This is an optimization exercise on Yosys and OpenROAD, whose aim is small area and a short achievable clock period, not a production implementation. No functional check of the RTL was part of any run shown here.

`flow/config.mk`:
```
export PLATFORM = sky130hd
export DESIGN_NAME = dected_codec
export DESIGN_NICKNAME = dected_codec
export VERILOG_FILES = /design/flow/design.v
export SDC_FILE = /design/flow/constraint.sdc
export NUM_CORES = 4
export LEC_CHECK = 0
export CAP_MARGIN = 20
export CORE_MARGIN = 2
export CORE_UTILIZATION = 50
export CTS_CLUSTER_DIAMETER = 60
export CTS_CLUSTER_SIZE = 16
export PLACE_DENSITY = 0.65
export SLEW_MARGIN = 20
export TNS_END_PERCENT = 0
export BUFFER_PORTS_ARGS = -buffer_cell sky130_fd_sc_hd__buf_1
export SETUP_SLACK_MARGIN = 9.3
export CTS_BUF_LIST = sky130_fd_sc_hd__clkbuf_8 sky130_fd_sc_hd__clkbuf_16
```
`flow/constraint.sdc`:
```
create_clock -name core_clock -period 13.5 [get_ports {clk}]
set_input_delay 2.7000 -clock core_clock [delete_from_list [all_inputs] [get_ports {clk}]]
set_output_delay 2.7000 -clock core_clock [all_outputs]
set_load 0.01 [all_outputs]
```
`flow/design.v`:
```
module gf128_mul (
    input  wire [6:0] a,
    input  wire [6:0] b,
    output reg  [6:0] p
);
    reg [6:0] acc;
    reg [6:0] sh;
    integer   i;
    always @* begin
        acc = 7'd0;
        sh  = a;
        for (i = 0; i < 7; i = i + 1) begin
            if (b[i])
                acc = acc ^ sh;
            sh = {sh[5:0], 1'b0} ^ (sh[6] ? 7'h09 : 7'h00);
        end
        p = acc;
    end
endmodule
module dected_enc (
    input  wire [63:0] data,
    output wire [14:0] check
);
    wire x64, x65, x66, x67, x68, x69, x70, x71, x72, x73, x74, x75, x76, x77, x78, x79, x80, x81, x82, x83, x84, x85, x86, x87, x88, x89, x90, x91, x92, x93, x94, x95, x96, x97, x98, x99, x100, x101, x102, x103, x104, x105, x106, x107, x108, x109, x110, x111, x112, x113, x114, x115, x116, x117, x118, x119, x120, x121, x122, x123, x124, x125, x126, x127, x128, x129, x130, x131, x132, x133, x134, x135, x136, x137, x138, x139, x140, x141, x142, x143, x144, x145, x146, x147, x148, x149, x150, x151, x152, x153, x154, x155, x156, x157, x158, x159, x160, x161, x162, x163, x164, x165, x166, x167, x168, x169, x170, x171, x172, x173, x174, x175, x176, x177, x178, x179, x180, x181, x182, x183, x184, x185, x186, x187, x188, x189, x190, x191, x192, x193, x194, x195, x196, x197, x198, x199, x200, x201, x202, x203, x204, x205, x206, x207, x208, x209, x210, x211, x212, x213, x214, x215, x216, x217, x218, x219, x220, x221, x222, x223, x224, x225, x226, x227, x228, x229, x230, x231, x232, x233, x234, x235, x236, x237, x238, x239, x240, x241, x242, x243, x244, x245, x246, x247, x248, x249, x250, x251, x252, x253, x254, x255, x256, x257, x258, x259, x260, x261, x262, x263, x264, x265, x266, x267, x268, x269, x270, x271, x272, x273, x274, x275, x276, x277, x278, x279, x280, x281, x282, x283, x284, x285, x286, x287, x288, x289, x290, x291, x292, x293, x294;
    assign x64 = data[27] ^ data[43];
    assign x65 = data[3] ^ data[14];
    assign x66 = data[30] ^ data[47];
    assign x67 = data[38] ^ data[63];
    assign x68 = data[4] ^ data[32];
    assign x69 = data[2] ^ data[24];
    assign x70 = data[22] ^ data[23];
    assign x71 = data[13] ^ data[46];
    assign x72 = data[5] ^ data[33];
    assign x73 = data[37] ^ data[62];
    assign x74 = data[25] ^ data[44];
    assign x75 = data[0] ^ data[17];
    assign x76 = data[26] ^ data[31];
    assign x77 = data[45] ^ x64;
    assign x78 = data[48] ^ data[61];
    assign x79 = data[1] ^ data[29];
    assign x80 = data[50] ^ data[53];
    assign x81 = data[60] ^ x72;
    assign x82 = x66 ^ x74;
    assign x83 = data[56] ^ x65;
    assign x84 = data[12] ^ data[58];
    assign x85 = data[41] ^ x71;
    assign x86 = x68 ^ x76;
    assign x87 = data[49] ^ x73;
    assign x88 = x75 ^ x80;
    assign x89 = data[55] ^ x69;
    assign x90 = data[40] ^ x70;
    assign x91 = data[6] ^ data[42];
    assign x92 = data[10] ^ data[54];
    assign x93 = data[11] ^ data[57];
    assign x94 = data[28] ^ data[59];
    assign x95 = x79 ^ x93;
    assign x96 = data[39] ^ x83;
    assign x97 = data[21] ^ x67;
    assign x98 = data[18] ^ x82;
    assign x99 = x77 ^ x84;
    assign x100 = data[34] ^ x94;
    assign x101 = data[35] ^ x81;
    assign x102 = data[7] ^ data[20];
    assign x103 = x78 ^ x92;
    assign x104 = data[18] ^ data[29];
    assign x105 = data[9] ^ data[43];
    assign x106 = x87 ^ x90;
    assign x107 = x86 ^ x91;
    assign x108 = x89 ^ x95;
    assign x109 = data[16] ^ data[50];
    assign x110 = data[15] ^ x85;
    assign x111 = data[9] ^ data[19];
    assign x112 = x98 ^ x101;
    assign x113 = data[8] ^ data[52];
    assign x114 = data[57] ^ x88;
    assign x115 = data[37] ^ x100;
    assign x116 = x76 ^ x99;
    assign x117 = data[14] ^ data[39];
    assign x118 = data[61] ^ x107;
    assign x119 = x87 ^ x102;
    assign x120 = x86 ^ x88;
    assign x121 = data[36] ^ x120;
    assign x122 = data[36] ^ x109;
    assign x123 = x78 ^ x111;
    assign x124 = data[6] ^ x123;
    assign x125 = data[1] ^ data[59];
    assign x126 = data[22] ^ x71;
    assign x127 = data[4] ^ data[10];
    assign x128 = x100 ^ x105;
    assign x129 = data[54] ^ x97;
    assign x130 = x67 ^ x85;
    assign x131 = data[25] ^ x103;
    assign x132 = data[47] ^ x113;
    assign x133 = data[44] ^ x104;
    assign x134 = x89 ^ x96;
    assign x135 = x108 ^ x110;
    assign x136 = x69 ^ x83;
    assign x137 = data[51] ^ x119;
    assign x138 = data[24] ^ x130;
    assign x139 = data[58] ^ x106;
    assign x140 = data[42] ^ data[49];
    assign x141 = data[5] ^ data[11];
    assign x142 = x79 ^ x96;
    assign x143 = data[7] ^ data[28];
    assign x144 = data[26] ^ x140;
    assign x145 = x97 ^ x99;
    assign x146 = x102 ^ x125;
    assign x147 = data[30] ^ x77;
    assign x148 = data[16] ^ x64;
    assign x149 = data[41] ^ x91;
    assign x150 = data[63] ^ x141;
    assign x151 = data[13] ^ x132;
    assign x152 = data[8] ^ data[15];
    assign x153 = data[51] ^ x72;
    assign x154 = x117 ^ x152;
    assign x155 = x126 ^ x133;
    assign x156 = x153 ^ x154;
    assign x157 = x114 ^ x115;
    assign x158 = x124 ^ x147;
    assign x159 = x155 ^ x156;
    assign x160 = x157 ^ x158;
    assign x161 = x159 ^ x160;
    assign x162 = data[31] ^ data[38];
    assign x163 = data[39] ^ x162;
    assign x164 = x103 ^ x146;
    assign x165 = x148 ^ x163;
    assign x166 = x101 ^ x114;
    assign x167 = x151 ^ x164;
    assign x168 = x165 ^ x139;
    assign x169 = x166 ^ x167;
    assign x170 = x168 ^ x169;
    assign x171 = data[0] ^ data[19];
    assign x172 = data[32] ^ data[36];
    assign x173 = x171 ^ x172;
    assign x174 = x81 ^ x173;
    assign x175 = x129 ^ x147;
    assign x176 = x174 ^ x135;
    assign x177 = x139 ^ x175;
    assign x178 = x176 ^ x177;
    assign x179 = data[1] ^ data[20];
    assign x180 = data[31] ^ data[33];
    assign x181 = data[46] ^ data[61];
    assign x182 = x67 ^ x70;
    assign x183 = x84 ^ x109;
    assign x184 = x179 ^ x180;
    assign x185 = x181 ^ x82;
    assign x186 = x149 ^ x182;
    assign x187 = x183 ^ x184;
    assign x188 = x115 ^ x185;
    assign x189 = x186 ^ x187;
    assign x190 = x134 ^ x188;
    assign x191 = x189 ^ x190;
    assign x192 = data[0] ^ data[8];
    assign x193 = data[21] ^ data[27];
    assign x194 = data[38] ^ data[46];
    assign x195 = x73 ^ x80;
    assign x196 = x111 ^ x143;
    assign x197 = x192 ^ x193;
    assign x198 = x194 ^ x90;
    assign x199 = x195 ^ x196;
    assign x200 = x197 ^ x136;
    assign x201 = x198 ^ x199;
    assign x202 = x112 ^ x118;
    assign x203 = x200 ^ x201;
    assign x204 = x202 ^ x203;
    assign x205 = data[23] ^ x65;
    assign x206 = x73 ^ x92;
    assign x207 = x146 ^ x205;
    assign x208 = x206 ^ x98;
    assign x209 = x207 ^ x121;
    assign x210 = x138 ^ x208;
    assign x211 = x209 ^ x210;
    assign x212 = data[60] ^ x82;
    assign x213 = x88 ^ x126;
    assign x214 = x108 ^ x128;
    assign x215 = x129 ^ x212;
    assign x216 = x213 ^ x118;
    assign x217 = x214 ^ x215;
    assign x218 = x216 ^ x217;
    assign x219 = data[2] ^ data[7];
    assign x220 = data[32] ^ data[51];
    assign x221 = data[55] ^ data[62];
    assign x222 = x70 ^ x219;
    assign x223 = x220 ^ x221;
    assign x224 = x103 ^ x222;
    assign x225 = x223 ^ x224;
    assign x226 = x112 ^ x116;
    assign x227 = x142 ^ x225;
    assign x228 = x226 ^ x227;
    assign x229 = data[51] ^ data[52];
    assign x230 = x104 ^ x105;
    assign x231 = x229 ^ x150;
    assign x232 = x230 ^ x106;
    assign x233 = x231 ^ x121;
    assign x234 = x134 ^ x232;
    assign x235 = x233 ^ x234;
    assign x236 = data[12] ^ data[45];
    assign x237 = x68 ^ x75;
    assign x238 = x113 ^ x236;
    assign x239 = x90 ^ x237;
    assign x240 = x238 ^ x128;
    assign x241 = x131 ^ x239;
    assign x242 = x138 ^ x142;
    assign x243 = x240 ^ x241;
    assign x244 = x242 ^ x243;
    assign x245 = data[9] ^ data[23];
    assign x246 = data[40] ^ data[53];
    assign x247 = data[62] ^ x117;
    assign x248 = x127 ^ x245;
    assign x249 = x246 ^ x144;
    assign x250 = x247 ^ x248;
    assign x251 = x249 ^ x250;
    assign x252 = x112 ^ x135;
    assign x253 = x251 ^ x252;
    assign x254 = data[15] ^ data[19];
    assign x255 = data[34] ^ data[40];
    assign x256 = x66 ^ x254;
    assign x257 = x255 ^ x122;
    assign x258 = x149 ^ x150;
    assign x259 = x256 ^ x131;
    assign x260 = x136 ^ x257;
    assign x261 = x258 ^ x116;
    assign x262 = x259 ^ x260;
    assign x263 = x261 ^ x262;
    assign x264 = data[3] ^ data[12];
    assign x265 = data[17] ^ data[35];
    assign x266 = data[48] ^ data[55];
    assign x267 = x74 ^ x93;
    assign x268 = x94 ^ x264;
    assign x269 = x265 ^ x266;
    assign x270 = x148 ^ x267;
    assign x271 = x268 ^ x269;
    assign x272 = x107 ^ x110;
    assign x273 = x270 ^ x271;
    assign x274 = x137 ^ x272;
    assign x275 = x273 ^ x274;
    assign x276 = data[14] ^ data[17];
    assign x277 = data[56] ^ x68;
    assign x278 = x143 ^ x276;
    assign x279 = x81 ^ x122;
    assign x280 = x133 ^ x144;
    assign x281 = x277 ^ x278;
    assign x282 = x151 ^ x279;
    assign x283 = x280 ^ x281;
    assign x284 = x145 ^ x282;
    assign x285 = x283 ^ x284;
    assign x286 = data[2] ^ data[33];
    assign x287 = data[52] ^ x65;
    assign x288 = x75 ^ x127;
    assign x289 = x286 ^ x95;
    assign x290 = x287 ^ x288;
    assign x291 = x124 ^ x289;
    assign x292 = x290 ^ x137;
    assign x293 = x145 ^ x291;
    assign x294 = x292 ^ x293;
    assign check[0] = x161;
    assign check[1] = x170;
    assign check[2] = x178;
    assign check[3] = x191;
    assign check[4] = x204;
    assign check[5] = x211;
    assign check[6] = x218;
    assign check[7] = x228;
    assign check[8] = x235;
    assign check[9] = x244;
    assign check[10] = x253;
    assign check[11] = x263;
    assign check[12] = x275;
    assign check[13] = x285;
    assign check[14] = x294;
endmodule
module dected_syn (
    input  wire [78:0] r,
    output wire [14:0] syn
);
    wire x79, x80, x81, x82, x83, x84, x85, x86, x87, x88, x89, x90, x91, x92, x93, x94, x95, x96, x97, x98, x99, x100, x101, x102, x103, x104, x105, x106, x107, x108, x109, x110, x111, x112, x113, x114, x115, x116, x117, x118, x119, x120, x121, x122, x123, x124, x125, x126, x127, x128, x129, x130, x131, x132, x133, x134, x135, x136, x137, x138, x139, x140, x141, x142, x143, x144, x145, x146, x147, x148, x149, x150, x151, x152, x153, x154, x155, x156, x157, x158, x159, x160, x161, x162, x163, x164, x165, x166, x167, x168, x169, x170, x171, x172, x173, x174, x175, x176, x177, x178, x179, x180, x181, x182, x183, x184, x185, x186, x187, x188, x189, x190, x191, x192, x193, x194, x195, x196, x197, x198, x199, x200, x201, x202, x203, x204, x205, x206, x207, x208, x209, x210, x211, x212, x213, x214, x215, x216, x217, x218, x219, x220, x221, x222, x223, x224, x225, x226, x227, x228, x229, x230, x231, x232, x233, x234, x235, x236, x237, x238, x239, x240, x241, x242, x243, x244, x245, x246, x247, x248, x249, x250, x251, x252, x253, x254, x255, x256, x257, x258, x259, x260, x261, x262, x263, x264, x265, x266, x267, x268, x269, x270, x271, x272, x273, x274, x275, x276, x277, x278, x279, x280, x281, x282, x283, x284, x285, x286, x287, x288, x289, x290, x291, x292, x293, x294, x295, x296, x297, x298, x299, x300, x301, x302, x303, x304, x305, x306, x307, x308, x309, x310, x311, x312, x313, x314, x315, x316, x317, x318, x319, x320, x321, x322, x323, x324, x325, x326, x327, x328, x329, x330, x331, x332, x333, x334, x335, x336, x337, x338, x339, x340, x341, x342, x343, x344;
    assign x79 = r[72] ^ r[75];
    assign x80 = r[55] ^ x79;
    assign x81 = r[25] ^ r[76];
    assign x82 = r[24] ^ r[58];
    assign x83 = r[17] ^ r[33];
    assign x84 = r[37] ^ r[50];
    assign x85 = r[19] ^ r[71];
    assign x86 = r[38] ^ r[51];
    assign x87 = r[60] ^ r[74];
    assign x88 = r[27] ^ r[56];
    assign x89 = r[59] ^ r[73];
    assign x90 = r[23] ^ r[57];
    assign x91 = r[26] ^ r[52];
    assign x92 = r[13] ^ r[30];
    assign x93 = x80 ^ x82;
    assign x94 = r[16] ^ r[39];
    assign x95 = r[9] ^ r[61];
    assign x96 = r[21] ^ r[69];
    assign x97 = r[49] ^ r[67];
    assign x98 = x81 ^ x89;
    assign x99 = r[20] ^ r[68];
    assign x100 = r[15] ^ x86;
    assign x101 = r[7] ^ x84;
    assign x102 = r[54] ^ x85;
    assign x103 = r[29] ^ r[32];
    assign x104 = x83 ^ x95;
    assign x105 = r[28] ^ x87;
    assign x106 = r[8] ^ x94;
    assign x107 = r[77] ^ x105;
    assign x108 = r[22] ^ x88;
    assign x109 = r[18] ^ r[66];
    assign x110 = r[36] ^ r[40];
    assign x111 = r[48] ^ r[53];
    assign x112 = r[45] ^ x93;
    assign x113 = r[42] ^ x91;
    assign x114 = r[41] ^ x108;
    assign x115 = r[11] ^ x101;
    assign x116 = r[34] ^ r[70];
    assign x117 = r[46] ^ x96;
    assign x118 = r[62] ^ x90;
    assign x119 = r[14] ^ x99;
    assign x120 = r[65] ^ x97;
    assign x121 = r[47] ^ x113;
    assign x122 = r[43] ^ x111;
    assign x123 = r[31] ^ x100;
    assign x124 = r[35] ^ x106;
    assign x125 = r[12] ^ x103;
    assign x126 = r[10] ^ x110;
    assign x127 = x115 ^ x117;
    assign x128 = x92 ^ x119;
    assign x129 = x107 ^ x123;
    assign x130 = r[4] ^ x109;
    assign x131 = x102 ^ x130;
    assign x132 = x98 ^ x118;
    assign x133 = x124 ^ x131;
    assign x134 = x104 ^ x122;
    assign x135 = r[44] ^ r[64];
    assign x136 = r[3] ^ r[63];
    assign x137 = x98 ^ x116;
    assign x138 = x127 ^ x129;
    assign x139 = r[61] ^ x112;
    assign x140 = x114 ^ x128;
    assign x141 = x90 ^ x125;
    assign x142 = r[5] ^ x96;
    assign x143 = r[10] ^ r[40];
    assign x144 = x132 ^ x134;
    assign x145 = r[28] ^ r[47];
    assign x146 = r[37] ^ r[62];
    assign x147 = r[46] ^ x104;
    assign x148 = r[30] ^ r[75];
    assign x149 = x112 ^ x133;
    assign x150 = r[24] ^ x137;
    assign x151 = r[35] ^ r[39];
    assign x152 = x136 ^ x143;
    assign x153 = x125 ^ x126;
    assign x154 = x84 ^ x139;
    assign x155 = r[50] ^ r[56];
    assign x156 = x121 ^ x153;
    assign x157 = r[51] ^ x82;
    assign x158 = r[73] ^ x121;
    assign x159 = x120 ^ x142;
    assign x160 = r[44] ^ x102;
    assign x161 = x85 ^ x152;
    assign x162 = r[5] ^ r[6];
    assign x163 = r[52] ^ x157;
    assign x164 = x110 ^ x151;
    assign x165 = r[63] ^ x155;
    assign x166 = r[25] ^ x164;
    assign x167 = r[14] ^ x138;
    assign x168 = r[18] ^ x100;
    assign x169 = r[6] ^ x146;
    assign x170 = r[0] ^ x132;
    assign x171 = x114 ^ x150;
    assign x172 = r[70] ^ r[76];
    assign x173 = r[53] ^ x83;
    assign x174 = r[34] ^ r[38];
    assign x175 = x109 ^ x126;
    assign x176 = r[74] ^ x122;
    assign x177 = x135 ^ x163;
    assign x178 = r[31] ^ x174;
    assign x179 = r[41] ^ r[66];
    assign x180 = x120 ^ x169;
    assign x181 = r[42] ^ r[55];
    assign x182 = x97 ^ x148;
    assign x183 = x181 ^ x182;
    assign x184 = x114 ^ x160;
    assign x185 = x183 ^ x170;
    assign x186 = x184 ^ x185;
    assign x187 = x167 ^ x186;
    assign x188 = r[1] ^ r[22];
    assign x189 = r[43] ^ x99;
    assign x190 = x172 ^ x188;
    assign x191 = x106 ^ x165;
    assign x192 = x189 ^ x190;
    assign x193 = x121 ^ x141;
    assign x194 = x191 ^ x192;
    assign x195 = x129 ^ x193;
    assign x196 = x194 ^ x139;
    assign x197 = x195 ^ x196;
    assign x198 = r[2] ^ r[40];
    assign x199 = r[71] ^ r[75];
    assign x200 = r[77] ^ x88;
    assign x201 = x92 ^ x94;
    assign x202 = x103 ^ x198;
    assign x203 = x199 ^ x117;
    assign x204 = x200 ^ x201;
    assign x205 = x202 ^ x203;
    assign x206 = x204 ^ x144;
    assign x207 = x177 ^ x205;
    assign x208 = x206 ^ x207;
    assign x209 = r[23] ^ r[65];
    assign x210 = r[67] ^ x88;
    assign x211 = x116 ^ x209;
    assign x212 = x173 ^ x210;
    assign x213 = x211 ^ x161;
    assign x214 = x168 ^ x212;
    assign x215 = x112 ^ x127;
    assign x216 = x158 ^ x213;
    assign x217 = x214 ^ x215;
    assign x218 = x216 ^ x217;
    assign x219 = r[11] ^ r[12];
    assign x220 = r[46] ^ r[52];
    assign x221 = r[57] ^ r[64];
    assign x222 = r[72] ^ x86;
    assign x223 = x99 ^ x145;
    assign x224 = x219 ^ x220;
    assign x225 = x221 ^ x222;
    assign x226 = x223 ^ x224;
    assign x227 = x176 ^ x225;
    assign x228 = x226 ^ x133;
    assign x229 = x227 ^ x171;
    assign x230 = x228 ^ x229;
    assign x231 = r[9] ^ r[12];
    assign x232 = r[13] ^ r[17];
    assign x233 = r[20] ^ r[29];
    assign x234 = r[58] ^ x90;
    assign x235 = x111 ^ x231;
    assign x236 = x232 ^ x233;
    assign x237 = x80 ^ x234;
    assign x238 = x235 ^ x236;
    assign x239 = x107 ^ x159;
    assign x240 = x160 ^ x166;
    assign x241 = x237 ^ x238;
    assign x242 = x158 ^ x239;
    assign x243 = x240 ^ x241;
    assign x244 = x242 ^ x243;
    assign x245 = r[6] ^ r[21];
    assign x246 = r[26] ^ r[29];
    assign x247 = r[49] ^ r[54];
    assign x248 = x89 ^ x172;
    assign x249 = x245 ^ x246;
    assign x250 = x247 ^ x248;
    assign x251 = x249 ^ x175;
    assign x252 = x176 ^ x250;
    assign x253 = x140 ^ x251;
    assign x254 = x252 ^ x253;
    assign x255 = x154 ^ x254;
    assign x256 = r[5] ^ r[7];
    assign x257 = r[19] ^ r[67];
    assign x258 = x145 ^ x256;
    assign x259 = x257 ^ x80;
    assign x260 = x119 ^ x165;
    assign x261 = x178 ^ x258;
    assign x262 = x147 ^ x175;
    assign x263 = x259 ^ x260;
    assign x264 = x261 ^ x170;
    assign x265 = x262 ^ x263;
    assign x266 = x264 ^ x265;
    assign x267 = r[4] ^ r[8];
    assign x268 = r[19] ^ r[77];
    assign x269 = x91 ^ x267;
    assign x270 = x268 ^ x173;
    assign x271 = x269 ^ x123;
    assign x272 = x128 ^ x137;
    assign x273 = x159 ^ x270;
    assign x274 = x271 ^ x272;
    assign x275 = x273 ^ x274;
    assign x276 = x154 ^ x275;
    assign x277 = r[27] ^ r[68];
    assign x278 = x81 ^ x92;
    assign x279 = x179 ^ x277;
    assign x280 = x113 ^ x118;
    assign x281 = x178 ^ x278;
    assign x282 = x279 ^ x107;
    assign x283 = x115 ^ x124;
    assign x284 = x134 ^ x161;
    assign x285 = x280 ^ x281;
    assign x286 = x282 ^ x283;
    assign x287 = x284 ^ x285;
    assign x288 = x286 ^ x287;
    assign x289 = r[1] ^ r[8];
    assign x290 = r[23] ^ r[26];
    assign x291 = r[48] ^ r[59];
    assign x292 = r[64] ^ x103;
    assign x293 = x162 ^ x179;
    assign x294 = x289 ^ x290;
    assign x295 = x291 ^ x104;
    assign x296 = x292 ^ x293;
    assign x297 = x294 ^ x93;
    assign x298 = x166 ^ x295;
    assign x299 = x296 ^ x297;
    assign x300 = x298 ^ x299;
    assign x301 = x167 ^ x300;
    assign x302 = r[32] ^ x87;
    assign x303 = x92 ^ x108;
    assign x304 = x302 ^ x147;
    assign x305 = x180 ^ x303;
    assign x306 = x304 ^ x305;
    assign x307 = x149 ^ x306;
    assign x308 = r[3] ^ r[16];
    assign x309 = r[33] ^ r[36];
    assign x310 = r[48] ^ r[69];
    assign x311 = x79 ^ x81;
    assign x312 = x87 ^ x97;
    assign x313 = x308 ^ x309;
    assign x314 = x310 ^ x101;
    assign x315 = x311 ^ x312;
    assign x316 = x313 ^ x128;
    assign x317 = x131 ^ x141;
    assign x318 = x314 ^ x315;
    assign x319 = x177 ^ x316;
    assign x320 = x317 ^ x318;
    assign x321 = x319 ^ x320;
    assign x322 = r[2] ^ r[7];
    assign x323 = r[33] ^ r[60];
    assign x324 = x95 ^ x148;
    assign x325 = x322 ^ x323;
    assign x326 = x106 ^ x324;
    assign x327 = x325 ^ x168;
    assign x328 = x180 ^ x326;
    assign x329 = x156 ^ x327;
    assign x330 = x328 ^ x171;
    assign x331 = x329 ^ x330;
    assign x332 = r[0] ^ r[1];
    assign x333 = r[2] ^ r[78];
    assign x334 = x116 ^ x135;
    assign x335 = x136 ^ x162;
    assign x336 = x332 ^ x333;
    assign x337 = x120 ^ x334;
    assign x338 = x335 ^ x336;
    assign x339 = x337 ^ x338;
    assign x340 = x140 ^ x144;
    assign x341 = x156 ^ x339;
    assign x342 = x138 ^ x149;
    assign x343 = x340 ^ x341;
    assign x344 = x342 ^ x343;
    assign syn[0] = x187;
    assign syn[1] = x197;
    assign syn[2] = x208;
    assign syn[3] = x218;
    assign syn[4] = x230;
    assign syn[5] = x244;
    assign syn[6] = x255;
    assign syn[7] = x266;
    assign syn[8] = x276;
    assign syn[9] = x288;
    assign syn[10] = x301;
    assign syn[11] = x307;
    assign syn[12] = x321;
    assign syn[13] = x331;
    assign syn[14] = x344;
endmodule
module gf128_inv3 (
    input  wire [6:0] a,
    output wire [6:0] y
);
    wire [127:0] t0 = 128'h85171f397d3521e1ec0715d9c155d956;
    assign y[0] = t0[a];
    wire [127:0] t1 = 128'h077bca8c40edde83cfa9b8fae20590f0;
    assign y[1] = t1[a];
    wire [127:0] t2 = 128'hd3d8a3c4b729aac8883ed3b1ef77e000;
    assign y[2] = t2[a];
    wire [127:0] t3 = 128'h9d7459fd639529fbdb72e2c062284688;
    assign y[3] = t3[a];
    wire [127:0] t4 = 128'h76d02a17ab13d34bf22b331b534913bc;
    assign y[4] = t4[a];
    wire [127:0] t5 = 128'h7a55ce6bcde0f5c45424a2b9e9a25f80;
    assign y[5] = t5[a];
    wire [127:0] t6 = 128'h4ae285f65b8d65a17edf971ddc8880a0;
    assign y[6] = t6[a];
endmodule
module dected_quad (
    input  wire [6:0] s3,
    input  wire [6:0] inv3,
    output wire [6:0] y,
    output wire       tz,      
    output wire       tr       
);
    wire [6:0] w;
    gf128_mul u_w (.a(s3), .b(inv3), .p(w));
    wire [6:0] c = w ^ 7'h01;
    assign tz = (c == 7'd0);
    assign tr = c[0];
    assign y[0] = 1'b0;
    assign y[1] = c[2] ^ c[3] ^ c[4] ^ c[6];
    assign y[2] = c[3] ^ c[4] ^ c[6];
    assign y[3] = c[5] ^ c[6];
    assign y[4] = c[1] ^ c[2] ^ c[4];
    assign y[5] = c[3] ^ c[5] ^ c[6];
    assign y[6] = c[3] ^ c[6];
endmodule
module dected_ispos (
    input  wire [6:0] x,
    output wire       v
);
    wire [127:0] t = 128'h341efc53e5ef0f6366edbbb9ab551f7e;
    assign v = t[x];
endmodule
module dected_codec (
    input  wire        clk,
    input  wire        rst_n,
    input  wire        enc_valid,
    input  wire [63:0] enc_data,
    output wire        enc_out_valid,
    output wire [63:0] enc_out_data,
    output wire [14:0] enc_out_check,
    input  wire        dec_valid,
    input  wire [63:0] dec_data,
    input  wire [14:0] dec_check,
    output wire        dec_out_valid,
    output wire [63:0] dec_out_data,
    output wire [14:0] dec_out_check,
    output wire [1:0]  dec_out_corr,
    output wire        dec_out_ue
);
    wire [63:0] e0_d = enc_data;  wire e0_v = enc_valid;
    wire [63:0] e0q_d = e0_d;  wire e0q_v = e0_v;
    wire [14:0] e1_c;
    dected_enc u_enc (.data(e0q_d), .check(e1_c));
    reg  [63:0] e1q_d;  reg [14:0] e1q_c;  reg e1q_v;
    always @(posedge clk) begin
        e1q_d <= e0q_d;
        e1q_c <= e1_c;
        if (!rst_n) e1q_v <= 1'b0; else e1q_v <= e0q_v;
    end
    assign enc_out_valid = e1q_v;
    assign enc_out_data  = e1q_d;
    assign enc_out_check = e1q_c;
    wire [78:0] b0_r = {dec_check[14], dec_data, dec_check[13:0]};   
    wire b0_v = dec_valid;
    wire [78:0] b0q_r = b0_r;
    wire b0q_v = b0_v;
    wire [6:0] b1_s1;
    reg  [6:0] b1q_s1;
    wire [6:0] b1_s3;
    reg  [6:0] b1q_s3;
    wire b1_par;
    reg  b1q_par;
    wire [78:0] b1_r = b0q_r;  wire b1_v = b0q_v;
    wire [14:0] b1_syn;
    dected_syn u_syn (.r(b0q_r), .syn(b1_syn));
    assign b1_s1 = b1_syn[6:0];
    assign b1_s3 = b1_syn[13:7];
    assign b1_par = b1_syn[14];
    reg [78:0] b1q_r;
    reg b1q_v;
    always @(posedge clk) begin
        b1q_s1 <= b1_s1;
        b1q_s3 <= b1_s3;
        b1q_par <= b1_par;
        b1q_r <= b1_r;
        if (!rst_n) b1q_v <= 1'b0; else b1q_v <= b1_v;
    end
    wire [6:0] b2_s1;
    wire [6:0] b2q_s1 = b2_s1;
    wire [6:0] b2_s3;
    wire [6:0] b2q_s3 = b2_s3;
    wire b2_par;
    wire b2q_par = b2_par;
    wire [6:0] b2_iv;
    wire [6:0] b2q_iv = b2_iv;
    wire [78:0] b2_r = b1q_r;  wire b2_v = b1q_v;
    assign b2_s1 = b1q_s1; assign b2_s3 = b1q_s3; assign b2_par = b1q_par;
    gf128_inv3 u_inv3 (.a(b1q_s1), .y(b2_iv));
    wire [78:0] b2q_r = b2_r;
    wire b2q_v = b2_v;
    wire [6:0] b3_s1;
    reg  [6:0] b3q_s1;
    wire [6:0] b3_y;
    reg  [6:0] b3q_y;
    wire b3_par;
    reg  b3q_par;
    wire b3_tz;
    reg  b3q_tz;
    wire b3_tr;
    reg  b3q_tr;
    wire b3_s3z;
    reg  b3q_s3z;
    wire [78:0] b3_r = b2q_r;  wire b3_v = b2q_v;
    assign b3_s1 = b2q_s1; assign b3_par = b2q_par;
    assign b3_s3z = (b2q_s3 == 7'd0);
    dected_quad u_quad (.s3(b2q_s3), .inv3(b2q_iv), .y(b3_y), .tz(b3_tz), .tr(b3_tr));
    reg [78:0] b3q_r;
    reg b3q_v;
    always @(posedge clk) begin
        b3q_s1 <= b3_s1;
        b3q_y <= b3_y;
        b3q_par <= b3_par;
        b3q_tz <= b3_tz;
        b3q_tr <= b3_tr;
        b3q_s3z <= b3_s3z;
        b3q_r <= b3_r;
        if (!rst_n) b3q_v <= 1'b0; else b3q_v <= b3_v;
    end
    wire [6:0] b4_x1;
    wire [6:0] b4q_x1 = b4_x1;
    wire [6:0] b4_x2;
    wire [6:0] b4q_x2 = b4_x2;
    wire b4_par;
    wire b4q_par = b4_par;
    wire b4_tz;
    wire b4q_tz = b4_tz;
    wire b4_tr;
    wire b4q_tr = b4_tr;
    wire b4_s1z;
    wire b4q_s1z = b4_s1z;
    wire b4_s3z;
    wire b4q_s3z = b4_s3z;
    wire [78:0] b4_r = b3q_r;  wire b4_v = b3q_v;
    gf128_mul u_x1 (.a(b3q_s1), .b(b3q_y), .p(b4_x1));
    assign b4_x2 = b4_x1 ^ b3q_s1;
    assign b4_s1z = (b3q_s1 == 7'd0);
    assign b4_par = b3q_par; assign b4_tz = b3q_tz; assign b4_tr = b3q_tr; assign b4_s3z = b3q_s3z;
    wire [78:0] b4q_r = b4_r;
    wire b4q_v = b4_v;
    wire [7:0] b5_pa1;
    wire [7:0] b5q_pa1 = b5_pa1;
    wire [15:0] b5_pb1;
    wire [15:0] b5q_pb1 = b5_pb1;
    wire [7:0] b5_pa2;
    wire [7:0] b5q_pa2 = b5_pa2;
    wire [15:0] b5_pb2;
    wire [15:0] b5q_pb2 = b5_pb2;
    wire [1:0] b5_corr;
    wire [1:0] b5q_corr = b5_corr;
    wire b5_ue;
    wire b5q_ue = b5_ue;
    wire b5_fpar;
    wire b5q_fpar = b5_fpar;
    wire [78:0] b5_r = b4q_r;  wire b5_v = b4q_v;
    wire v1, v2;
    dected_ispos u_v1 (.x(b4q_x1), .v(v1));
    dected_ispos u_v2 (.x(b4q_x2), .v(v2));
    wire ok_tz  = !b4q_s1z && b4q_tz && v2;                                 
    wire ok_2   = !b4q_s1z && !b4q_tz && !b4q_par && !b4q_tr && v1 && v2;   
    wire only_p = b4q_s1z && b4q_s3z && b4q_par;                           
    wire e1     = !b4q_par && !b4q_tr && v2;
    wire e2     = b4q_tz || (!b4q_par && !b4q_tr && v1);
    assign b5_ue   = !(ok_tz || ok_2 || (b4q_s1z && b4q_s3z));
    assign b5_corr = (ok_2 || (ok_tz && !b4q_par)) ? 2'd2 : ((only_p || ok_tz) ? 2'd1 : 2'd0);
    assign b5_fpar = only_p || (ok_tz && !b4q_par);
    genvar k;
    for (k = 0; k < 8; k = k + 1) begin : g_pa
        assign b5_pa1[k] = e1 && (b4q_x1[2:0] == k);
        assign b5_pa2[k] = e2 && (b4q_x2[2:0] == k);
    end
    for (k = 0; k < 16; k = k + 1) begin : g_pb
        assign b5_pb1[k] = (b4q_x1[6:3] == k);
        assign b5_pb2[k] = (b4q_x2[6:3] == k);
    end
    wire [78:0] b5q_r = b5_r;
    wire b5q_v = b5_v;
    wire [63:0] b6_od;
    reg  [63:0] b6q_od;
    wire [14:0] b6_oc;
    reg  [14:0] b6q_oc;
    wire [1:0] b6_corr;
    reg  [1:0] b6q_corr;
    wire b6_ue;
    reg  b6q_ue;
    wire b6_v = b5q_v;
    wire [77:0] flip;
    assign flip[0] = (b5q_pa1[1] && b5q_pb1[0]) || (b5q_pa2[1] && b5q_pb2[0]);
    assign flip[1] = (b5q_pa1[2] && b5q_pb1[0]) || (b5q_pa2[2] && b5q_pb2[0]);
    assign flip[2] = (b5q_pa1[4] && b5q_pb1[0]) || (b5q_pa2[4] && b5q_pb2[0]);
    assign flip[3] = (b5q_pa1[0] && b5q_pb1[1]) || (b5q_pa2[0] && b5q_pb2[1]);
    assign flip[4] = (b5q_pa1[0] && b5q_pb1[2]) || (b5q_pa2[0] && b5q_pb2[2]);
    assign flip[5] = (b5q_pa1[0] && b5q_pb1[4]) || (b5q_pa2[0] && b5q_pb2[4]);
    assign flip[6] = (b5q_pa1[0] && b5q_pb1[8]) || (b5q_pa2[0] && b5q_pb2[8]);
    assign flip[7] = (b5q_pa1[1] && b5q_pb1[1]) || (b5q_pa2[1] && b5q_pb2[1]);
    assign flip[8] = (b5q_pa1[2] && b5q_pb1[2]) || (b5q_pa2[2] && b5q_pb2[2]);
    assign flip[9] = (b5q_pa1[4] && b5q_pb1[4]) || (b5q_pa2[4] && b5q_pb2[4]);
    assign flip[10] = (b5q_pa1[0] && b5q_pb1[9]) || (b5q_pa2[0] && b5q_pb2[9]);
    assign flip[11] = (b5q_pa1[1] && b5q_pb1[3]) || (b5q_pa2[1] && b5q_pb2[3]);
    assign flip[12] = (b5q_pa1[2] && b5q_pb1[6]) || (b5q_pa2[2] && b5q_pb2[6]);
    assign flip[13] = (b5q_pa1[4] && b5q_pb1[12]) || (b5q_pa2[4] && b5q_pb2[12]);
    assign flip[14] = (b5q_pa1[1] && b5q_pb1[8]) || (b5q_pa2[1] && b5q_pb2[8]);
    assign flip[15] = (b5q_pa1[3] && b5q_pb1[1]) || (b5q_pa2[3] && b5q_pb2[1]);
    assign flip[16] = (b5q_pa1[6] && b5q_pb1[2]) || (b5q_pa2[6] && b5q_pb2[2]);
    assign flip[17] = (b5q_pa1[4] && b5q_pb1[5]) || (b5q_pa2[4] && b5q_pb2[5]);
    assign flip[18] = (b5q_pa1[0] && b5q_pb1[11]) || (b5q_pa2[0] && b5q_pb2[11]);
    assign flip[19] = (b5q_pa1[1] && b5q_pb1[7]) || (b5q_pa2[1] && b5q_pb2[7]);
    assign flip[20] = (b5q_pa1[2] && b5q_pb1[14]) || (b5q_pa2[2] && b5q_pb2[14]);
    assign flip[21] = (b5q_pa1[5] && b5q_pb1[13]) || (b5q_pa2[5] && b5q_pb2[13]);
    assign flip[22] = (b5q_pa1[3] && b5q_pb1[10]) || (b5q_pa2[3] && b5q_pb2[10]);
    assign flip[23] = (b5q_pa1[7] && b5q_pb1[5]) || (b5q_pa2[7] && b5q_pb2[5]);
    assign flip[24] = (b5q_pa1[6] && b5q_pb1[11]) || (b5q_pa2[6] && b5q_pb2[11]);
    assign flip[25] = (b5q_pa1[5] && b5q_pb1[6]) || (b5q_pa2[5] && b5q_pb2[6]);
    assign flip[26] = (b5q_pa1[2] && b5q_pb1[13]) || (b5q_pa2[2] && b5q_pb2[13]);
    assign flip[27] = (b5q_pa1[5] && b5q_pb1[11]) || (b5q_pa2[5] && b5q_pb2[11]);
    assign flip[28] = (b5q_pa1[3] && b5q_pb1[6]) || (b5q_pa2[3] && b5q_pb2[6]);
    assign flip[29] = (b5q_pa1[6] && b5q_pb1[12]) || (b5q_pa2[6] && b5q_pb2[12]);
    assign flip[30] = (b5q_pa1[5] && b5q_pb1[8]) || (b5q_pa2[5] && b5q_pb2[8]);
    assign flip[31] = (b5q_pa1[3] && b5q_pb1[0]) || (b5q_pa2[3] && b5q_pb2[0]);
    assign flip[32] = (b5q_pa1[6] && b5q_pb1[0]) || (b5q_pa2[6] && b5q_pb2[0]);
    assign flip[33] = (b5q_pa1[4] && b5q_pb1[1]) || (b5q_pa2[4] && b5q_pb2[1]);
    assign flip[34] = (b5q_pa1[0] && b5q_pb1[3]) || (b5q_pa2[0] && b5q_pb2[3]);
    assign flip[35] = (b5q_pa1[0] && b5q_pb1[6]) || (b5q_pa2[0] && b5q_pb2[6]);
    assign flip[36] = (b5q_pa1[0] && b5q_pb1[12]) || (b5q_pa2[0] && b5q_pb2[12]);
    assign flip[37] = (b5q_pa1[1] && b5q_pb1[9]) || (b5q_pa2[1] && b5q_pb2[9]);
    assign flip[38] = (b5q_pa1[3] && b5q_pb1[3]) || (b5q_pa2[3] && b5q_pb2[3]);
    assign flip[39] = (b5q_pa1[6] && b5q_pb1[6]) || (b5q_pa2[6] && b5q_pb2[6]);
    assign flip[40] = (b5q_pa1[4] && b5q_pb1[13]) || (b5q_pa2[4] && b5q_pb2[13]);
    assign flip[41] = (b5q_pa1[1] && b5q_pb1[10]) || (b5q_pa2[1] && b5q_pb2[10]);
    assign flip[42] = (b5q_pa1[3] && b5q_pb1[5]) || (b5q_pa2[3] && b5q_pb2[5]);
    assign flip[43] = (b5q_pa1[6] && b5q_pb1[10]) || (b5q_pa2[6] && b5q_pb2[10]);
    assign flip[44] = (b5q_pa1[5] && b5q_pb1[4]) || (b5q_pa2[5] && b5q_pb2[4]);
    assign flip[45] = (b5q_pa1[2] && b5q_pb1[9]) || (b5q_pa2[2] && b5q_pb2[9]);
    assign flip[46] = (b5q_pa1[5] && b5q_pb1[3]) || (b5q_pa2[5] && b5q_pb2[3]);
    assign flip[47] = (b5q_pa1[2] && b5q_pb1[7]) || (b5q_pa2[2] && b5q_pb2[7]);
    assign flip[48] = (b5q_pa1[4] && b5q_pb1[14]) || (b5q_pa2[4] && b5q_pb2[14]);
    assign flip[49] = (b5q_pa1[1] && b5q_pb1[12]) || (b5q_pa2[1] && b5q_pb2[12]);
    assign flip[50] = (b5q_pa1[3] && b5q_pb1[9]) || (b5q_pa2[3] && b5q_pb2[9]);
    assign flip[51] = (b5q_pa1[7] && b5q_pb1[3]) || (b5q_pa2[7] && b5q_pb2[3]);
    assign flip[52] = (b5q_pa1[6] && b5q_pb1[7]) || (b5q_pa2[6] && b5q_pb2[7]);
    assign flip[53] = (b5q_pa1[4] && b5q_pb1[15]) || (b5q_pa2[4] && b5q_pb2[15]);
    assign flip[54] = (b5q_pa1[1] && b5q_pb1[14]) || (b5q_pa2[1] && b5q_pb2[14]);
    assign flip[55] = (b5q_pa1[3] && b5q_pb1[13]) || (b5q_pa2[3] && b5q_pb2[13]);
    assign flip[56] = (b5q_pa1[7] && b5q_pb1[11]) || (b5q_pa2[7] && b5q_pb2[11]);
    assign flip[57] = (b5q_pa1[7] && b5q_pb1[6]) || (b5q_pa2[7] && b5q_pb2[6]);
    assign flip[58] = (b5q_pa1[6] && b5q_pb1[13]) || (b5q_pa2[6] && b5q_pb2[13]);
    assign flip[59] = (b5q_pa1[5] && b5q_pb1[10]) || (b5q_pa2[5] && b5q_pb2[10]);
    assign flip[60] = (b5q_pa1[3] && b5q_pb1[4]) || (b5q_pa2[3] && b5q_pb2[4]);
    assign flip[61] = (b5q_pa1[6] && b5q_pb1[8]) || (b5q_pa2[6] && b5q_pb2[8]);
    assign flip[62] = (b5q_pa1[5] && b5q_pb1[0]) || (b5q_pa2[5] && b5q_pb2[0]);
    assign flip[63] = (b5q_pa1[2] && b5q_pb1[1]) || (b5q_pa2[2] && b5q_pb2[1]);
    assign flip[64] = (b5q_pa1[4] && b5q_pb1[2]) || (b5q_pa2[4] && b5q_pb2[2]);
    assign flip[65] = (b5q_pa1[0] && b5q_pb1[5]) || (b5q_pa2[0] && b5q_pb2[5]);
    assign flip[66] = (b5q_pa1[0] && b5q_pb1[10]) || (b5q_pa2[0] && b5q_pb2[10]);
    assign flip[67] = (b5q_pa1[1] && b5q_pb1[5]) || (b5q_pa2[1] && b5q_pb2[5]);
    assign flip[68] = (b5q_pa1[2] && b5q_pb1[10]) || (b5q_pa2[2] && b5q_pb2[10]);
    assign flip[69] = (b5q_pa1[5] && b5q_pb1[5]) || (b5q_pa2[5] && b5q_pb2[5]);
    assign flip[70] = (b5q_pa1[2] && b5q_pb1[11]) || (b5q_pa2[2] && b5q_pb2[11]);
    assign flip[71] = (b5q_pa1[5] && b5q_pb1[7]) || (b5q_pa2[5] && b5q_pb2[7]);
    assign flip[72] = (b5q_pa1[2] && b5q_pb1[15]) || (b5q_pa2[2] && b5q_pb2[15]);
    assign flip[73] = (b5q_pa1[5] && b5q_pb1[15]) || (b5q_pa2[5] && b5q_pb2[15]);
    assign flip[74] = (b5q_pa1[3] && b5q_pb1[14]) || (b5q_pa2[3] && b5q_pb2[14]);
    assign flip[75] = (b5q_pa1[7] && b5q_pb1[13]) || (b5q_pa2[7] && b5q_pb2[13]);
    assign flip[76] = (b5q_pa1[7] && b5q_pb1[10]) || (b5q_pa2[7] && b5q_pb2[10]);
    assign flip[77] = (b5q_pa1[7] && b5q_pb1[4]) || (b5q_pa2[7] && b5q_pb2[4]);
    assign b6_od = b5q_r[77:14] ^ flip[77:14];
    assign b6_oc = {b5q_r[78] ^ b5q_fpar, b5q_r[13:0] ^ flip[13:0]};
    assign b6_corr = b5q_corr; assign b6_ue = b5q_ue;
    reg b6q_v;
    always @(posedge clk) begin
        b6q_od <= b6_od;
        b6q_oc <= b6_oc;
        b6q_corr <= b6_corr;
        b6q_ue <= b6_ue;
        if (!rst_n) b6q_v <= 1'b0; else b6q_v <= b6_v;
    end
    assign dec_out_valid = b6q_v;
    assign dec_out_data  = b6q_od;
    assign dec_out_check = b6q_oc;
    assign dec_out_corr  = b6q_corr;
    assign dec_out_ue    = b6q_ue;
endmodule
```
`flow/flow/run.sh`:
```
#!/bin/bash
# Own flow: the standard layout (standard.sh, unchanged synthesis) with
# extra ORFS settings: small port buffers, timing repair aimed below the
# clock period, and smaller clock buffers.  The ORFS tools log to
# orfs/logs/ and standard.log; this script's own output goes to run.log.
set -e
exec > >(tee run.log) 2>&1
cat >> "$FLOW_CONFIG" <<EOC
export BUFFER_PORTS_ARGS = -buffer_cell sky130_fd_sc_hd__buf_1
export SETUP_SLACK_MARGIN = 9.3
export CTS_BUF_LIST = sky130_fd_sc_hd__clkbuf_8 sky130_fd_sc_hd__clkbuf_16
EOC
bash standard.sh > standard.log 2>&1
```
`flow/standard.sh`:
```
#!/bin/bash
# synth_recipe.tcl (not shown) runs the flow's synth.tcl, then flattens the netlist and writes it again
# the make line also repeats each setting of config.mk as NAME=value (left out here)
make -C /OpenROAD-flow-scripts/flow DESIGN_CONFIG=/design/flow/config.mk WORK_HOME=/design/flow/orfs CLKGATE_MAP_FILE= SYNTH_SCRIPT=/design/flow/synth_recipe.tcl "${@:-finish}"
```
==> summary.txt, run 1 <==
Status:
- The flow ran to the end and the layout has no timing, DRC or antenna violations.

Floorplanning:
- The floorplan has 69 rows.
- The die is 194 um wide.
- The full die area is 37500 um^2.
- The placeable core region is 35500 um^2.
- The initial core utilization is 50.7%.
- The chip height is 194 um.
- 310 I/O pins were placed.

STA:
- The fraction of the cycle the final worst path needs is 31.0%.
- The final count of negative-setup-slack endpoints is 0.
- The slew at the pin closest to its max-slew limit is 999 ps.
- On the final layout, the worst clock skew is 16.0 ps.
- The final number of max-transition violations is 0.
- The maximum clock rate is 239 MHz.
- The final period demand of the worst path is 4180 ps.
- Measured against its own limit, the worst slew margin works out to 33.1%.
- On the final layout, the worst hold slack is 325 ps.
- Setup repair after global routing could not meet its margin everywhere.
- Adding up every negative setup slack in the final design gives 0 ps.
- The final-report hold violation count is 0.

Finish:
- Cells with a size suffix above 1 make up 9.60% of the layout.
- The library cells used most frequently in the layout, excluding fill and tap cells, are xnor2_1, dfxtp_1, buf_1, xor2_1, nand2_1.
- The relative area change from synthesis to final layout is 16.6%.
- The fill cell instance count of the final layout is 3063.
- The post-route non-filler standard cell count is 2507.
- The number of nets in the layout is 2198.
- The library cell used most frequently in the layout, excluding fill and tap cells, is xnor2_1.
- After routing the design area is 21000 um^2.

Worst setup path:
- STA classifies the critical path startpoint as a primary input.
- The critical path class is primary input to flop.
- Along the worst path, the maximum fanout reaches 3.
- The data arrival at the endpoint of the critical path is 4680 ps.
- The endpoint class of the critical path is a flop.
- The critical path required time is 14000 ps.

Yosys:
- Synthesis instantiated 95 different standard cells from the library.
- The cell count after synthesis came out at 1742.
- In this run the mean area of a mapped cell was 10.3 um^2.
- The total of warnings raised by yosys is 2.
- Multiplexer cells account for 1.89% of the synthesized area.
- Of the total synthesized cell area, the portion taken by AND, OR, NAND and NOR gates is 8.69%.
- The area share of the largest cell type after synthesis is 39.5%.
- Sorting the synthesized cells by area gives the leading types as dfxtp_1, xnor2_1, xor2_1.
- The post-synthesis sequential area ratio is 39.5%.
- In this run, synthesis inferred 0 flip-flops with an integrated enable.
- By area, the combinational part of the netlist is dominated by XOR/XNOR gates.
- The number of nets handed over by synthesis was 1909.
- The xor and xnor area share after synthesis is 33.3%.
- In this run the cell area of the synthesized design comes to 18000 um^2.
- The adder-cell area share of the yosys netlist is 1.39%.
- For this run, the leading register cell type out of synthesis is dfxtp_1.
- The cell type contributing the most total cell area after synthesis is dfxtp_1.
- The synthesized-area fraction occupied by ao, oa, aoi and oai cells is 12.2%.
- Of all flip-flops after synthesis, the portion carrying an async set or reset was 0%.
- Counting flops and latches in the post-synthesis netlist gives 355.

Job:
- The count of maximum capacitance violations is 0.

Placement:
- Once placement completed, the tool counted placed cells totaling 2439.
- Routability-driven placement finished with a final weighted congestion of 0.954.
- In this run the tool buffered the top-level ports with 309 buffer cells.
- The cell area after placement is 19500 um^2.
- The placed wire-length estimate is 44000 um.

Global routing:
- The remaining global-route overflow is 0.
- Entering global routing, the biggest net connects 83 pins.
- The initial antenna violation count came to 6.
- The aggregate global-route resource usage is 29.3%.
- The via count of the first global-routing pass is 13596.
- The first-pass GRT wire length is 84400 um.

Clock network:
- The clock edge transition at the registers on the reported setup and hold paths is 70 ps.
- CTS built an H-tree with a depth of 1.
- The maximum root-to-sink buffer count is 3.
- In this run the clock root is driven by a clkbuf_16.
- The clock tree from TritonCTS is built.
- The clock reaches the later pin of the worst-skew pair after 580 ps.
- Clock tree synthesis found a total of 355 sinks.
- The number of buffers created by CTS is 30.

Min path:
- The worst hold-check path type is flop to flop.

Drt:
- The detailed router's first-iteration violation count is 1458.
- The final routed wire length divided by cell count is 22.8 um.
- The post-route antenna net violation count is 0.
- In the routed layout, each cell is associated on average with a via count of 5.55.
- In the routed design, unresolved DRC markers number 0.
- The number of optimization iterations in the first detailed-route pass is 6.
- The via total after detailed routing is 13912.
- The total length of routed wires is 57100 um.
==> cell families after synthesis <==
kind of cell	Yosys count
compound gates	281
flops	355
fa+ha+maj	20
simple gates	312
xor+xnor	650
mux	29
buf+inv	95
==> flip-flops by register name, summed over array words and instances, names as in the netlist, 2 cells and up <==
register  count
b1q_r        79
b1q_s1        7
b1q_s3        7
b3q_r        79
b3q_s1        7
b3q_y         6
b6q_corr      2
b6q_oc       15
b6q_od       64
e1q_c        15
e1q_d        64
==> synth_stat cells (20+ instances only) <==
cell type	n
xnor2_1	514
nand3_1	23
ha_1	20
o21ai_0	31
clkbuf_1	26
buf_2	30
a21oi_1	42
dfxtp_1	355
a32oi_1	82
nand2b_1	25
nor2_1	84
nand2_1	97
xor2_1	113
==> critical path, cell delays in order <==
cell	delay, ps
buf_1	240
xor2_1	120
xnor2_1	550
xnor2_2	260
xnor2_1	320
xnor2_1	170
xnor2_1	160
xnor2_1	150
==> final timing paths <==
| path | from | end | slack, ps | cells past startpoint |
|---|---|---|---|---|
| worst min-delay path | b1q_r[19] | b3q_r[19] | 320 | 0 |
| worst min register to register | b1q_r[19] | b3q_r[19] | 320 | 0 |
| worst max register to register | b3q_s1[2] | b6q_od[34] | 9340 | 12 |
| worst max-delay path | dec_data[58] | b1q_s1[6] | 9320 | 8 |
==> per-layer routing <==
metal  track usage [%]  part of all wire (%)  up-vias
met4              8.93                   3.3        0
li1                  -                     -     6505
met5                 0                     0        -
met3              4.70                   8.3      118
met1              41.7                    44     6575
met2              45.6                    45      714
==> cell type report <==
class	instances	area, um^2	share of cell area (%)
tap	461	577	2.75
timing repair buffer	337	1470	7.00
inverter	14	63.8	0.304
clock buffer	30	751	3.58
sequential	355	7120	33.9
multi-input combinational	1293	10900	51.9
clock inverter	12	119	0.566
antenna	5	12.5	0.0596
==> stage by stage <==
| step | util, % | worst slack [ps] |
|---|---|---|
| detailed placement | 55.1 | 8530 |
| global route | 59.2 | 9190 |
| floorplan | - | 9280 |
| CTS | 58.1 | 9130 |
| global placement | 55.1 | 8470 |
| finish | 59.2 | 9320 |
==> repair_timing <==
item,4_1_cts,5_1_grt
endpoints found under the setup margin,94,93
pin swaps,8,9
resized for setup,16,53
buffers inserted,8,12
hold buffers,0,0
cloned,1,0
==> run 2: changes to the inputs <==
--- a/flow/flow/run.sh
+++ b/flow/flow/run.sh
@@ -7,7 +7,7 @@
 exec > >(tee run.log) 2>&1
 cat >> "$FLOW_CONFIG" <<EOC
 export BUFFER_PORTS_ARGS = -buffer_cell sky130_fd_sc_hd__buf_1
-export SETUP_SLACK_MARGIN = 9.3
+export SETUP_SLACK_MARGIN = 9.5
 export CTS_BUF_LIST = sky130_fd_sc_hd__clkbuf_8 sky130_fd_sc_hd__clkbuf_16
 EOC
 bash standard.sh > standard.log 2>&1
--- a/flow/config.mk
+++ b/flow/config.mk
@@ -14,5 +14,5 @@
 export SLEW_MARGIN = 20
 export TNS_END_PERCENT = 0
 export BUFFER_PORTS_ARGS = -buffer_cell sky130_fd_sc_hd__buf_1
-export SETUP_SLACK_MARGIN = 9.3
+export SETUP_SLACK_MARGIN = 9.5
 export CTS_BUF_LIST = sky130_fd_sc_hd__clkbuf_8 sky130_fd_sc_hd__clkbuf_16
==> summary.txt, run 2 <==
Worst setup path:
- The maximum fanout along the worst path is 4 (+1).
- The critical path required time is 14000 ps (about the same).
- The worst reg-to-reg setup slack came to 9560 ps (+220 ps).
- The data arrival at the endpoint of the critical path is 4540 ps (-140 ps).
- STA classifies the critical path endpoint as a flop.
- The element type at the critical path start is a primary input.
- The critical path class is primary input to flop.

Drt:
- The number of optimization iterations in the first detailed-route pass came to 6 (unchanged).
- The final routed wire length divided by cell count came to 22.9 um (+0.48%).
- The via total after detailed routing came to 14124 (+1.5%).
- The total length of routed wires was 58100 um (+1.9%).
- The vias per cell was 5.56 (+0.13%).
- The DRC violation count after routing is 0 (unchanged).
- The detailed router's first-iteration violation count was 1358 (-6.9%).
- The post-route antenna net violation count was 0 (unchanged).

Yosys:
- The synthesized net count is 1909 (unchanged).
- The proportion of register bits with asynchronous set or reset after synthesis is 0% (unchanged).
- Ranked by instance count, the synthesized netlist is headed by xnor2_1, dfxtp_1, xor2_1.
- Yosys instantiated no cell more often than xnor2_1.
- The count of unique library cells instantiated by Yosys came to 95 (unchanged).
- The number of synthesized register bits is 355 (unchanged).
- The post-synthesis sequential area ratio is 39.5% (unchanged).
- The cell area after synthesis is 18000 um^2 (unchanged).
- In the synthesized netlist the dominant register cell turns out to be dfxtp_1.
- The area share of the largest cell type after synthesis is 39.5% (unchanged).
- The biggest area contributor in the post-synthesis netlist is dfxtp_1.
- The total of warnings raised by yosys came to 2 (unchanged).
- The average instance area after synthesis is 10.3 um^2 (unchanged).
- The number of cells produced by synthesis is 1742 (unchanged).
- The count of flip-flops with a built-in enable after synthesis came to 0 (unchanged).
- In the post-synthesis netlist, the biggest area contributors are dfxtp_1, xnor2_1, xor2_1.

Global routing:
- The first-pass GRT wire length is 85000 um (+0.66%).
- The pin count of the biggest net entering global routing is 83 (unchanged).
- The via count of the first global-routing pass is 13806 (+1.5%).
- The initial antenna violation count came to 7 (+1).
- The aggregate global-route resource usage is 29.5% (+0.26 points).
- The remaining global-route overflow is 0 (unchanged).

Min path:
- The worst hold-check path type is flop to flop.

STA:
- The total negative slack was 0 ps (unchanged).
- The maximum clock rate is 248 MHz (+3.6%).
- The final number of max-transition violations came to 0 (unchanged).
- The final critical-path setup slack is 9460 ps (+144 ps).
- The fraction of the cycle the final worst path needs is 29.9% (-1.1 points).
- The final-report hold violation count was 0 (unchanged).
- The relative slew slack came to 27.9% (-5.3 points).
- The final period demand of the worst path is 4040 ps (-144 ps).
- Setup repair after global routing could not meet its margin everywhere.
- The slew at the pin closest to its max-slew limit is 1080 ps (+78.9 ps).
- The final count of negative-setup-slack endpoints is 0 (unchanged).
- The worst-case clock skew is 14.2 ps (-1.88 ps).

Finish:
- The share of post-route cells with drive strength above 1 is 14.9% (+5.3 points).
- The area growth from synthesis to layout is 20.9%.
- The fill cell instance count of the final layout is 3001 (-2.0%).
- Leaving out fill and tap cells, the most frequent cells in the layout are xnor2_1, dfxtp_1, buf_1, nand2_1, xor2_1.
- The number of nets in the layout was 2233 (+1.6%).
- In the final layout, the registers with the most flip-flops are b1q_r (79), b3q_r (79).
- The post-route non-filler standard cell count is 2542 (+1.4%).
- The most common cell after layout, fill and taps aside is xnor2_1.

Placement:
- The post-placement setup slack is 8530 ps (unchanged).
- The cell count after placement came to 2439 (unchanged).
- The global placement routability congestion is 0.954 (unchanged).
- The placed wire-length estimate is 44000 um (unchanged).
- The number of input and output port buffers inserted is 309 (unchanged).

Floorplanning:
- The number of top-level design ports is 310 (unchanged).
- The initial core utilization came to 50.7% (unchanged).
- The cell row count was 69 (unchanged).
- The placeable core region came to 35500 um^2 (unchanged).
- The floorplan die width is 194 um (unchanged).
- The full die area is 37500 um^2 (unchanged).
- The chip height is 194 um (unchanged).

Clock network:
- The clock tree from TritonCTS is built.
- The clock sink count is 355 (unchanged).
- The number of buffers created by CTS is 30 (unchanged).
- The H-tree depth reported by CTS is 1 (unchanged).
- The tree is rooted in a clkbuf_16.
- The clock edge transition at the registers on the reported setup and hold paths is 70 ps (about the same).
- The insertion delay of the later-clocked pin in the worst-skew pair is 580 ps (about the same).
- The number of hold buffers added after cts was 0 (unchanged).
- The maximum root-to-sink buffer count came to 3 (unchanged).

Job:
- The count of maximum capacitance violations came to 0 (unchanged).

Status:
- The flow ran to the end and the layout has no timing, DRC or antenna violations.
run 2: cell counts after synthesis:
Identical to the previous run, type by type.
run 2: final cells by class:
cell class / instances / area [um^2] / share of cell area, %
Inverter: 14 / 65.1 / 0.299
Sequential cell: 355 / 7130 / 32.8
Tap cell: 461 / 577 / 2.65
Antenna cell: 5 / 12.5 / 0.0575
Multi-Input combinational cell: 1293 / 11300 / 51.7
Timing Repair Buffer: 372 / 1850 / 8.49
Clock inverter: 12 / 119 / 0.546
Clock buffer: 30 / 751 / 3.45
run 2: stage by stage:
step	cell area, um^2	hold WS [ps]	utilization (%)
2_1_floorplan	18200	310	-
3_3_place_gp	19500	311	55.1
3_5_place_dp	19500	312	55.1
4_1_cts	21000	327	59.3
5_1_grt	21800	328	61.3
6_report	21800	326	61.3
run 2: worst paths after layout:
kind | from | end | cells after the start
max reg2reg | b1q_s1[1] | b3q_y[2] | 13
min | b1q_r[1] | b3q_r[1] | 0
max | enc_data[2] | e1q_c[11] | 7
min reg2reg | b1q_r[1] | b3q_r[1] | 0
run 2: routing by layer:
layer | GRT usage, % | wire length [um] | vias up | part of all wire [%]
met2 | 45.8 | 26100 | 774 | 45
met4 | 9.75 | 2030 | 0 | 3.5
li1 | - | - | 6569 | -
met1 | 41.3 | 25100 | 6662 | 43
met5 | 0 | 0 | - | 0
met3 | 5.86 | 4920 | 119 | 8.5
run 2: worst max-delay path, stage by stage:
cell     delay [ps]
buf_1           160
xnor2_1         520
xnor2_1         170
xnor2_1         450
xnor2_1         170
xnor2_1         220
xnor2_1         150
run 2: cells by family (layout without fill, tap and decap cells):
logic type / after synthesis / in the layout / synth area share [%]
xor+xnor: 650 / 650 / 33.3
simple gates: 312 / 312 / 8.69
other cells: 0 / 5 / 0
fa+ha+maj: 20 / 20 / 1.39
flops: 355 / 355 / 39.5
buf+inv: 95 / 428 / 3.00
mux: 29 / 29 / 1.89
compound gates: 281 / 282 / 12.2
run 2: what timing repair did:
action / 4_1_cts / 5_1_grt
pin swaps: 19 / 23
endpoints found under the setup margin: 101 / 107
setup buffers: 27 / 26
gates cloned: 1 / 2
hold endpoints to repair: 0 / 0
resized for setup: 66 / 100
==> run 3: changes to the inputs <==
--- a/flow/flow/run.sh
+++ b/flow/flow/run.sh
@@ -7,7 +7,7 @@
 exec > >(tee run.log) 2>&1
 cat >> "$FLOW_CONFIG" <<EOC
 export BUFFER_PORTS_ARGS = -buffer_cell sky130_fd_sc_hd__buf_1
-export SETUP_SLACK_MARGIN = 9.5
+export SETUP_SLACK_MARGIN = 9.7
 export CTS_BUF_LIST = sky130_fd_sc_hd__clkbuf_8 sky130_fd_sc_hd__clkbuf_16
 EOC
 bash standard.sh > standard.log 2>&1
--- a/flow/config.mk
+++ b/flow/config.mk
@@ -14,5 +14,5 @@
 export SLEW_MARGIN = 20
 export TNS_END_PERCENT = 0
 export BUFFER_PORTS_ARGS = -buffer_cell sky130_fd_sc_hd__buf_1
-export SETUP_SLACK_MARGIN = 9.5
+export SETUP_SLACK_MARGIN = 9.7
 export CTS_BUF_LIST = sky130_fd_sc_hd__clkbuf_8 sky130_fd_sc_hd__clkbuf_16
==> summary.txt, run 3 <==
Status:
- The run finished with no timing, DRC or antenna violations.

Floorplanning:
- The placeable core region came to 35500 um^2 (unchanged).
- The cell row count came to 69 (unchanged).
- The number of top-level design ports came to 310 (unchanged).

Global routing:
- The via count of the first global-routing pass came to 13894 (+0.64%).
- The remaining global-route overflow is 0 (unchanged).
- The first-pass GRT wire length was 85500 um (+0.65%).
- The pin count of the biggest net entering global routing is 83 (unchanged).

Drt:
- The via total after detailed routing was 14465 (+2.4%).
- The final routed wire length divided by cell count came to 22.9 um (+0.21%).
- The post-route antenna net violation count is 0 (unchanged).
- The total length of routed wires is 59500 um (+2.3%).
- The DRC violation count after routing came to 0 (unchanged).
- The detailed router's first-iteration violation count came to 1525 (+12%).

Yosys:
- The average instance area after synthesis is 10.3 um^2 (unchanged).
- The post-synthesis sequential area ratio is 39.5% (unchanged).
- The count of unique library cells instantiated by Yosys is 95 (unchanged).
- The cell area after synthesis is 18000 um^2 (unchanged).
- The most used flip-flop cell after synthesis is dfxtp_1.
- The number of synthesized register bits came to 355 (unchanged).
- The cell with the most instances after synthesis is xnor2_1.
- The number of cells produced by synthesis is 1742 (unchanged).
- The proportion of register bits with asynchronous set or reset after synthesis is 0% (unchanged).
- The synthesized net count is 1909 (unchanged).
- The count of flip-flops with a built-in enable after synthesis is 0 (unchanged).
- The total of warnings raised by yosys came to 2 (unchanged).
- By count the netlist is led by xnor2_1, dfxtp_1, xor2_1.
- The cell type contributing the most total cell area after synthesis is dfxtp_1.

Worst setup path:
- The slowest stage of the critical path belongs to the cell xnor3_1.
- The worst reg-to-reg setup slack came to 9660 ps (+100 ps).
- The critical path required time is 13990 ps (about the same).
- The worst setup path is of the primary input to flop kind.
- STA classifies the critical path endpoint as a flop.
- The maximum fanout along the worst path came to 3 (-1).
- The stage delay of the slowest cell on the critical path is 300 ps (-220 ps).
- The combined buffer and inverter count along the critical path was 2 (+1).
- The number of cells on the worst reg-to-reg path came to 14 (+1).
- The worst flop-to-flop path endpoint is b6q_od[58].
- The family with the most delay on the worst path is XOR/XNOR gates.
- Walking the worst path, the cells encountered are buf_4, xor2_4, buf_4, xor2_2, xnor2_2, xnor2_1, xnor3_1, xnor2_1.

Clock network:
- The maximum root-to-sink buffer count is 3 (unchanged).
- The insertion delay of the later-clocked pin in the worst-skew pair was 580 ps (about the same).
- The H-tree depth reported by CTS is 1 (unchanged).
- TritonCTS built the clock tree.
- The cell at the root of the clock tree is clkbuf_16.
- The clock sink count is 355 (unchanged).

Finish:
- The area growth from synthesis to layout is 28.5%.
- The share of post-route cells with drive strength above 1 came to 22.5% (+7.7 points).
- The most common cell after layout, fill and taps aside is xnor2_1.
- The largest registers in the layout are b1q_r (79), b3q_r (79).

STA:
- The fraction of the cycle the final worst path needs was 29.0% (-0.93 points).
- The worst-case clock skew is 15.5 ps (+1.35 ps).
- Setup repair after global routing could not meet its margin everywhere.
- The maximum clock rate came to 256 MHz (+3.2%).
- The final-report hold violation count was 0 (unchanged).
- The slew at the pin closest to its max-slew limit is 1070 ps (-7.29 ps).
- The relative slew slack is 28.4% (+0.49 points).
- The final number of max-transition violations is 0 (unchanged).
- The final critical-path setup slack is 9590 ps (+126 ps).
- The final count of negative-setup-slack endpoints was 0 (unchanged).
- The final period demand of the worst path is 3910 ps (-126 ps).

Placement:
- The placed wire-length estimate is 44000 um (unchanged).
- The post-placement setup slack was 8530 ps (unchanged).
- The global placement routability congestion is 0.954 (unchanged).

Min path:
- The startpoint of the worst hold path is b1q_r[38].
- The worst hold path belongs to the class flop to flop.
- The cell count of the worst hold path is 0 (unchanged).

Job:
- The count of maximum capacitance violations was 0 (unchanged).
-- run 3: cell counts after synthesis --
No cell type changed its count.
-- run 3: worst max-delay path by stage --
stage / start / endpoint
2_1_floorplan: dec_data[54] / b1q_par
3_3_place_gp: dec_data[10] / b1q_s1[6]
3_5_place_dp: dec_data[10] / b1q_s1[6]
4_1_cts: dec_data[48] / b1q_par
5_1_grt: b3q_s1[5] / b6q_od[34]
6_report: dec_data[55] / b1q_s3[1]
-- run 3: cell families after synthesis --
family                   synth area share (%)
AO/OA/AOI/OAI                            12.2
XOR/XNOR                                 33.3
adder cells (fa/ha/maj)                  1.39
buffers and inverters                    3.00
flip-flops                               39.5
multiplexers                             1.89
AND/OR/NAND/NOR                          8.69
-- run 3: what timing repair did --
| item | CTS | global route |
|---|---|---|
| cloned | 1 | 3 |
| setup buffers | 32 | 73 |
| pin swaps | 28 | 81 |
| endpoints found under the setup margin | 155 | 170 |
| gates resized for setup | 102 | 274 |
| hold endpoints to repair | 0 | 0 |
-- run 3: metrics by stage --
| step | instances | util (%) | cell area (um^2) | hold slack (ps) |
|---|---|---|---|---|
| 2_1_floorplan | 1742 | - | 18200 | 310 |
| 3_3_place_gp | 2439 | 55.1 | 19500 | 311 |
| 3_5_place_dp | 2439 | 55.1 | 19500 | 312 |
| 4_1_cts | 2514 | 59.7 | 21200 | 327 |
| 5_1_grt | 2595 | 65.2 | 23100 | 327 |
| 6_report | 2595 | 65.2 | 23100 | 325 |
-- run 3: final cells by class --
type,count,area [um^2]
fill,2840,12300
antenna,5,12.5
clock buffer,30,751
sequential,355,7150
multi-input combinational,1293,12000
inverter,14,68.8
timing repair buffer,425,2430
clock inverter,12,119
tap,461,577
-- run 3: routing by layer --
metal	track usage (%)	share of wire, %	up-vias
met5	0	0	-
met4	9.90	3.7	0
met3	5.95	8.8	124
met2	46.1	45	811
met1	41.4	42	6866
li1	-	-	6664

==> re-timing with driven ports <==
No port has a modelled driver above. Below, the same layouts with a new extraction and two added sets of constraints. Step 1 assumes that a clkbuf_16 drives the clock port and a buf_2 every other input. Step 2 moves the port delays by t, midway between the first and last clock arrival at a register: inputs arrive t later, outputs are due t later. That takes back most of the time a late clock gives input paths. Three values: ideal, step 1, step 2; two values: the first two.
| run | t (ns) | slack for setup (ns) | latest minus earliest clock arrival (ns) | worst data-port slew with drivers (ns) | cell pins on the clock port's net |
|---|---|---|---|---|---|
| run 1 | 0.625 | 9.319 / 9.327 / 8.701 | 0.021 / 0.021 | 0.09 | 1 |
| run 2 | 0.627 | 9.463 / 9.444 / 8.817 | 0.015 / 0.014 | 0.10 | 1 |
| run 3 | 0.625 | 9.589 / 9.610 / 8.995 | 0.015 / 0.016 | 0.10 | 1 |
After both steps every run listed still meets setup and hold. For run 2, which loses most, drivers alone change the setup slack by -0.019 ns; drivers and shift together by -0.646 ns.
